This is an optimization exercise on Yosys and OpenROAD, whose aim is small area and a short achievable clock period, not a production implementation. In this exercise RTL edits were held to simulation tests only and were not proved equivalent to the original. The clock port is modelled as an ideal driver, which makes a skipped or thinned clock tree look cheaper than it is; a real chip needs a root buffer or a tree. Power and IR drop assume default switching activity.

==> job 6582: inputs <==
// can_fd_rx
module can_fd_rx (
    input  wire        clk,
    input  wire        rst,
    input  wire        fd_en,
    input  wire        pex_en,
    input  wire        rx_valid,
    input  wire        rx_bit,
    output reg         ev_hdr,
    output wire [28:0] hdr_ident,
    output reg         hdr_ide,
    output wire        hdr_rtr,
    output reg         hdr_fdf,
    output wire        hdr_brs,
    output wire        hdr_esi,
    output wire [3:0]  hdr_dlc,
    output reg  [6:0]  hdr_len,
    output reg         ev_word,
    output wire [3:0]  word_idx,
    output wire [31:0] word_data,
    output reg         ev_ack,
    output reg         ev_valid,
    output reg         ev_end,
    output reg         ev_eofdom,
    output reg         ev_pex,
    output reg         ev_err,
    output wire [3:0]  err_kind,
    output wire [4:0]  err_field
);
export LEC_CHECK = 0
export ABC_AREA = 1
export CAP_MARGIN = 20
export CORE_MARGIN = 2
export CORE_UTILIZATION = 40
export PLACE_DENSITY = 0.6
export SETUP_SLACK_MARGIN = 3.05
export SLEW_MARGIN = 20
create_clock -name core_clock -period 5.0 [get_ports {clk}]
standard.sh (not shown) runs the stock make flow with config.mk's settings and CLKGATE_MAP_FILE= SYNTH_SCRIPT=/design/flow/synth_recipe.tcl, a recipe that flattens the netlist after the stock synthesis.
==> flow/flow/run.sh <==
#!/bin/bash
# Standard layout with three changes:
#  - synthesis maps the logic with flow/abc_area.script, a stronger area
#    script for ABC (ABC_AREA is set), in place of ORFS's abc_area.script;
#    ORFS's scripts are copied to scripts/ here and only that file differs;
#    the flip-flops are mapped before ABC runs, so they are the standard
#    synthesis's, with the same names and cells;
#  - the port buffers are made from the smallest buffer (sky130_fd_sc_hd__buf_1)
#    instead of the resizer's default choice; timing repair still resizes any
#    of them that is on a critical path;
#  - the clock tree is a balanced two-level tree built by flow/cts_pre.tcl
#    (clk -> 4 buffers -> 8 buffers -> flip-flops, sinks clustered by
#    location) in place of TritonCTS's H-tree; the rest of the CTS step
#    (legalization, setup and hold repair) runs as usual.
# Each step's full log is in orfs/logs/; make's output is in standard.log.
set -euo pipefail
here=$(pwd)
rm -rf "$here/scripts"
cp -r "$FLOW_HOME/scripts" "$here/scripts"
cp "$here/flow/abc_area.script" "$here/scripts/abc_area.script"
export SCRIPTS_DIR="$here/scripts"
export BUFFER_PORTS_ARGS="-buffer_cell sky130_fd_sc_hd__buf_1"
export PRE_CTS_TCL="$here/flow/cts_pre.tcl"
bash standard.sh > standard.log 2>&1
==> flow/flow/abc_area.script <==
strash
ifraig
scorr
dc2
strash
dch -f
map -a
topo
Other scripts of this flow, unchanged in this note and not shown: flow/flow/cts_pre.tcl
==> job 1377 (differences from job 6582) <==
--- a/flow/design.v
+++ b/flow/design.v
@@ -6,15 +6,15 @@
     input  wire        rx_valid,
     input  wire        rx_bit,
     output reg         ev_hdr,
     output wire [28:0] hdr_ident,
     output reg         hdr_ide,
-    output wire        hdr_rtr,
+    output reg         hdr_rtr,
     output reg         hdr_fdf,
-    output wire        hdr_brs,
-    output wire        hdr_esi,
-    output wire [3:0]  hdr_dlc,
+    output reg         hdr_brs,
+    output reg         hdr_esi,
+    output reg  [3:0]  hdr_dlc,
     output reg  [6:0]  hdr_len,
     output reg         ev_word,
     output wire [3:0]  word_idx,
     output wire [31:0] word_data,
     output reg         ev_ack,
@@ -71,20 +71,15 @@
     reg [14:0] crc15;
     reg [16:0] crc17;
     reg [20:0] crc21;
     reg [31:0] r;           
     reg        lbf;         
-    reg        fin;         
-    reg        crc_okr;     
+    reg [2:0]  ek;          
     assign hdr_ident = r[28:0];
-    assign hdr_rtr   = r[31];
-    assign hdr_esi   = r[30];
-    assign hdr_brs   = r[29];
-    assign hdr_dlc   = cnt[8:5];
     assign word_data = r;
     assign word_idx  = cnt[8:5];
-    assign err_kind  = {1'b0, hdr_len[2:0]};
+    assign err_kind  = {1'b0, ek};
     assign err_field = cur;
     wire in_bit = v & active;
     wire dbit   = in_bit & ~stf;         
     wire sbit   = in_bit & stf;          
     wire sof    = v & ~active & ~b;
@@ -109,12 +104,16 @@
     wire c_msg    = ~cur[4] & ~(cur[3] & cur[2]);    
     wire c_crcs   = c_msg | c_sc | c_crc;            
     wire fd   = hdr_fdf;
     wire wide = hdr_len[6] | hdr_len[5] | (hdr_len[4] & (hdr_len[3] | hdr_len[2]));
     wire nf        = ~fresh;
+    wire i_b10     = nf & (cnt[3:0] == 4'd9);
+    wire i_e17     = nf & (cnt[4:0] == 5'd16);
     wire i_m4_3    = nf & (cnt[1:0] == 2'd2);       
     wire i_byte7   = nf & (cnt[2:0] == 3'd6);
+    wire i_c14     = nf & (cnt[3:0] == 4'd13);
+    wire i_fdcrc   = (cnt[4:0] == (wide ? 5'd23 : 5'd19));
     wire i_eof5    = nf & (cnt[2:0] == 3'd4);
     wire i_eof6    = nf & (cnt[2:0] == 3'd5);
     wire [8:0] cnt1 = fresh ? 9'd0 : cnt + 9'd1;
     wire [1:0] lane = fresh ? 2'd0 : (cnt[2:0] == 3'd7) ? cnt[4:3] + 2'd1 : cnt[4:3];
     wire z15 = (crc15 == 15'd0);
@@ -153,35 +152,23 @@
             end else begin
                 data_len = {3'd0, d};
             end
         end
     endfunction
-    wire [3:0] dlc_n = {cnt[7:5], b};
+    wire [3:0] dlc_n = {hdr_dlc[2:0], b};
     wire [6:0] len_n = data_len(dlc_n, fd, hdr_rtr);
     wire       len_z = fd ? (dlc_n == 4'd0) : (hdr_rtr | (dlc_n == 4'd0));
-    wire f_dlc    = c_dlc & fin;
-    wire f_data   = c_data & fin;
+    wire f_dlc    = c_dlc & i_m4_3;
+    wire f_data   = c_data & i_byte7 & lbf;
     wire end_data = (f_dlc & len_z) | f_data;
-    wire f_crc    = c_crc & fin;
-    reg pre_fin;
-    always @* begin
-        case (cur)
-            F_BASE_ID:     pre_fin = nf & (cnt[3:0] == 4'd8);
-            F_EXT_ID:      pre_fin = nf & (cnt[4:0] == 5'd15);
-            F_DLC:         pre_fin = nf & (cnt[1:0] == 2'd1);
-            F_STUFF_COUNT: pre_fin = nf & (cnt[1:0] == 2'd1);
-            F_DATA:        pre_fin = nf & (cnt[2:0] == 3'd5) & lbf;
-            F_CRC:         pre_fin = fd ? (cnt[4:0] == (wide ? 5'd22 : 5'd18))
-                                        : nf & (cnt[3:0] == 4'd12);
-            default:       pre_fin = 1'b0;
-        endcase
-    end
+    wire f_sc     = c_sc & i_m4_3;
+    wire f_crc    = c_crc & (fd ? i_fdcrc : i_c14);
     wire x_fdf    = c_fdf & b & ~fe;                 
     wire x_res    = c_res & fd & b;                  
     wire x_bad    = x_fdf | x_res;
     wire x_form   = (c_crcdel | c_ackdel | (c_eof & ~i_eof6)) & ~b;
-    wire x_crc    = c_ackdel & b & ~crc_okr;
+    wire x_crc    = c_ackdel & b & ~crc_ok;
     wire d_pex    = x_bad & pe;
     wire d_err    = (x_bad & ~pe) | x_form | x_crc;
     wire d_eofdom = c_eof & i_eof6 & ~b;
     wire d_end    = c_eof & i_eof6 & b;
     wire d_valid  = c_eof & i_eof5 & b;
@@ -194,26 +181,26 @@
     reg       adv;       
     always @* begin
         nxt = cur;
         adv = 1'b0;
         case (cur)
-            F_BASE_ID:     begin nxt = F_RTR_SRR; adv = fin; end
+            F_BASE_ID:     begin nxt = F_RTR_SRR; adv = i_b10; end
             F_RTR_SRR:     begin nxt = F_IDE; adv = 1'b1; end
             F_IDE:         begin nxt = b ? F_EXT_ID : F_FDF; adv = 1'b1; end
-            F_EXT_ID:      begin nxt = F_RTR2; adv = fin; end
+            F_EXT_ID:      begin nxt = F_RTR2; adv = i_e17; end
             F_RTR2:        begin nxt = F_FDF; adv = 1'b1; end
             F_FDF:         begin nxt = (b | hdr_ide) ? F_RES : F_DLC; adv = ~x_fdf; end
             F_RES:         begin nxt = fd ? F_BRS : F_DLC; adv = ~x_res; end
             F_BRS:         begin nxt = F_ESI; adv = 1'b1; end
             F_ESI:         begin nxt = F_DLC; adv = 1'b1; end
-            F_DLC:         begin nxt = len_z ? (fd ? F_STUFF_COUNT : F_CRC) : F_DATA; adv = fin; end
+            F_DLC:         begin nxt = len_z ? (fd ? F_STUFF_COUNT : F_CRC) : F_DATA; adv = i_m4_3; end
             F_DATA:        begin nxt = fd ? F_STUFF_COUNT : F_CRC; adv = f_data; end
-            F_STUFF_COUNT: begin nxt = F_CRC; adv = fin; end
+            F_STUFF_COUNT: begin nxt = F_CRC; adv = i_m4_3; end
             F_CRC:         begin nxt = F_CRC_DELIM; adv = f_crc; end
             F_CRC_DELIM:   begin nxt = F_ACK; adv = b; end
             F_ACK:         begin nxt = F_ACK_DELIM; adv = 1'b1; end
-            F_ACK_DELIM:   begin nxt = F_EOF; adv = b & crc_okr; end
+            F_ACK_DELIM:   begin nxt = F_EOF; adv = b & crc_ok; end
             default:       begin nxt = cur; adv = 1'b0; end
         endcase
     end
     integer i;
     always @(posedge clk) begin
@@ -247,18 +234,16 @@
         end else if (s_err) begin
             cur   <= sfield;
         end else if (dbit) begin
             if (adv) cur <= nxt;
             fresh <= adv & ~c_sc;
-            cnt   <= c_dlc ? {dlc_n, cnt1[4:0]} : cnt1;
+            cnt   <= cnt1;
         end
         if (s_err)
-            hdr_len[2:0] <= E_STUFF;
-        else if (dbit && d_err)
-            hdr_len[2:0] <= x_crc ? ((fd & scerr) ? E_STUFF_COUNT : E_CRC) : E_FORM;
-        else if (dbit && f_dlc)
-            hdr_len <= len_n;
+            ek <= E_STUFF;
+        else if (dbit)
+            ek <= x_crc ? ((fd & scerr) ? E_STUFF_COUNT : E_CRC) : E_FORM;
         if (sof) begin
             run    <= 3'd1;
             last   <= 1'b0;
             dyn    <= 1'b1;
             stf    <= 1'b0;
@@ -271,20 +256,15 @@
         end else if (dbit) begin
             run    <= same ? run + 3'd1 : 3'd1;
             last   <= b;
             stf    <= (end_data & fd) | ((c_sc | c_crc) & fd & i_m4_3) |
                       (dyn & same & (run == 3'd4));
-            if ((end_data & fd) | (f_crc & ~fd)) dyn <= 1'b0;
+            if ((end_data & fd) | (c_crc & ~fd & i_c14)) dyn <= 1'b0;
         end
         if (dbit)
             sfield <= (end_data & fd) ? F_STUFF_COUNT : cur;
         lbf <= ({1'b0, cnt[8:3]} + 7'd1 == hdr_len);
-        crc_okr <= crc_ok;
-        if (sof)
-            fin <= 1'b0;
-        else if (dbit)
-            fin <= ~adv & pre_fin;
         if (!active) begin
             crc15 <= 15'd0;
             crc17 <= POLY17;
             crc21 <= POLY21;
         end else if (in_bit && c_crcs) begin
@@ -295,28 +275,32 @@
                 crc21 <= {crc21[19:0], 1'b0} ^ ((b ^ crc21[20]) ? POLY21 : 21'd0);
             end
         end
         if (dbit && c_sc)
             scerr <= (fresh ? 1'b0 : scerr) | (b ^ sc_exp);
-        if (!active) begin
-            r[17:0]  <= 18'd0;
-            r[30:29] <= 2'd0;
-        end
-        if (dbit && (c_rtr1 || c_rtr2)) r[31] <= b;
-        if (dbit && c_esi) r[30] <= b;
-        if (dbit && c_brs) r[29] <= b;
+        if (!active)
+            r[17:0] <= 18'd0;
         if (dbit && (c_base || c_ext)) begin
-            r[28:0] <= {r[27:0], b};
+            r <= {r[30:0], b};
         end else if (dbit && c_data) begin
             for (i = 0; i < 4; i = i + 1) begin
                 if (lane == i[1:0])
                     r[8*i +: 8] <= {r[8*i +: 7], b};
                 else if (lane < i[1:0])
                     r[8*i +: 8] <= {r[8*i +: 7], 1'b0};
             end
         end
         if (dbit) begin
+            if (c_rtr1 | c_rtr2) hdr_rtr <= b;
             if (c_ide) hdr_ide <= b;
             if (c_fdf) hdr_fdf <= b;
+            if (c_brs) hdr_brs <= b;
+            if (c_esi) hdr_esi <= b;
+            if (c_dlc) hdr_dlc <= dlc_n;
+            if (f_dlc) hdr_len <= len_n;
+        end
+        if (sof) begin
+            hdr_brs <= 1'b0;
+            hdr_esi <= 1'b0;
         end
     end
 endmodule
==> flow/flow/run.sh (replaced) <==
#!/bin/bash
# Standard layout with two changes:
#  - the port buffers are made from the smallest buffer (sky130_fd_sc_hd__buf_1)
#    instead of the resizer's default choice; timing repair still resizes any
#    of them that is on a critical path;
#  - the clock tree is a balanced two-level tree built by flow/cts_pre.tcl
#    (clk -> 4 buffers -> 8 buffers -> flip-flops, sinks clustered by
#    location) in place of TritonCTS's H-tree; the rest of the CTS step
#    (legalization, setup and hold repair) runs as usual.
set -euo pipefail
here=$(pwd)
export BUFFER_PORTS_ARGS="-buffer_cell sky130_fd_sc_hd__buf_1"
export PRE_CTS_TCL="$here/flow/cts_pre.tcl"
bash standard.sh > standard.log 2>&1
--- a/flow/config.mk
+++ b/flow/config.mk
@@ -7,8 +7,9 @@
 export LEC_CHECK = 0
 export ABC_AREA = 1
 export CAP_MARGIN = 20
 export CORE_MARGIN = 2
 export CORE_UTILIZATION = 40
+export GPL_TIMING_DRIVEN = 1
 export PLACE_DENSITY = 0.6
-export SETUP_SLACK_MARGIN = 3.05
+export SETUP_SLACK_MARGIN = 3.0
 export SLEW_MARGIN = 20
removed: flow/flow/abc_area.script
==> summary of the runs <==
- Of job 1377 and job 6582, job 1377 has the higher cell count (gap about 0.5%, measured against job 6582).
- Of job 6582 and job 1377, job 1377 has the higher maximum frequency (gap 7.1%, measured against job 1377).
- Between job 1377 and job 6582, the lower die area is in job 6582 (gap about 9%, measured against job 6582).
- Of job 6582 and job 1377, job 1377 has the higher synthesized area (gap 8.4%, measured against job 1377).
- In job 1377 the register-to-register slack is higher than in job 6582, by 0.16 ns.
- In job 6582 the cell area is larger than in job 1377, by about 9%.
==> figures <==
item                                                                                    job 6582                  job 1377
Run status                                                              timing/DRC/antenna clean  timing/DRC/antenna clean
Layout cell share with drive strength beyond 1                                             0.283                     0.116
Met1 routed wirelength after detailed routing                                            8000 um                   7980 um
Total design power                                                                       3.39 mW                   2.46 mW
Comb. pwr                                                                                1.24 mW                  0.401 mW
Synthesis-stage register bit count                                                           140                       148
Most frequent standard cell in the layout excluding fill and tap cells    sky130_fd_sc_hd__buf_1  sky130_fd_sc_hd__nand2_1
Multi-input comb cells                                                                       509                       576
Area of the multi-input gates                                                       0.00336 mm^2              0.00313 mm^2
Fraction of standard cell area in multi-input logic                                        0.385                     0.391
Most frequently used cell type in the post-synthesis netlist            sky130_fd_sc_hd__dfxtp_1  sky130_fd_sc_hd__nand2_1
Switching power share of the total                                                         0.363                     0.279
Routability congestion estimate from global placement                                      0.960                     0.977
Cell area after placement                                                           0.00703 mm^2              0.00736 mm^2
In every run of this note, the design's own scripts or RTL, not TritonCTS, make the clock network.

## afterwards: timing with drivers on the ports
Ports are ideal in the flow. The routed layouts listed here were re-timed in OpenROAD.
Step 1 sets driving cells, clkbuf_16 on the clock port and buf_2 on the other inputs (assumed; they add their load-dependent delay and slew).
Step 2 also shifts input and output timing later by t, the mid clock arrival at the registers, as if the neighbouring blocks saw the same clock.
Three values: no drivers, after step 1, after step 2; two values: the first two.
run	shift t [ns]	setup slack, ns	hold slack, ns	clock arrival spread, ns
job 6582	0.354	2.883 / 2.871 / 2.883	0.451 / 0.451 / 0.451	0.032 / 0.032
job 1377	0.355	3.034 / 2.956 / 3.038	0.462 / 0.462 / 0.462	0.025 / 0.025
After both steps setup and hold are still met in every run listed.
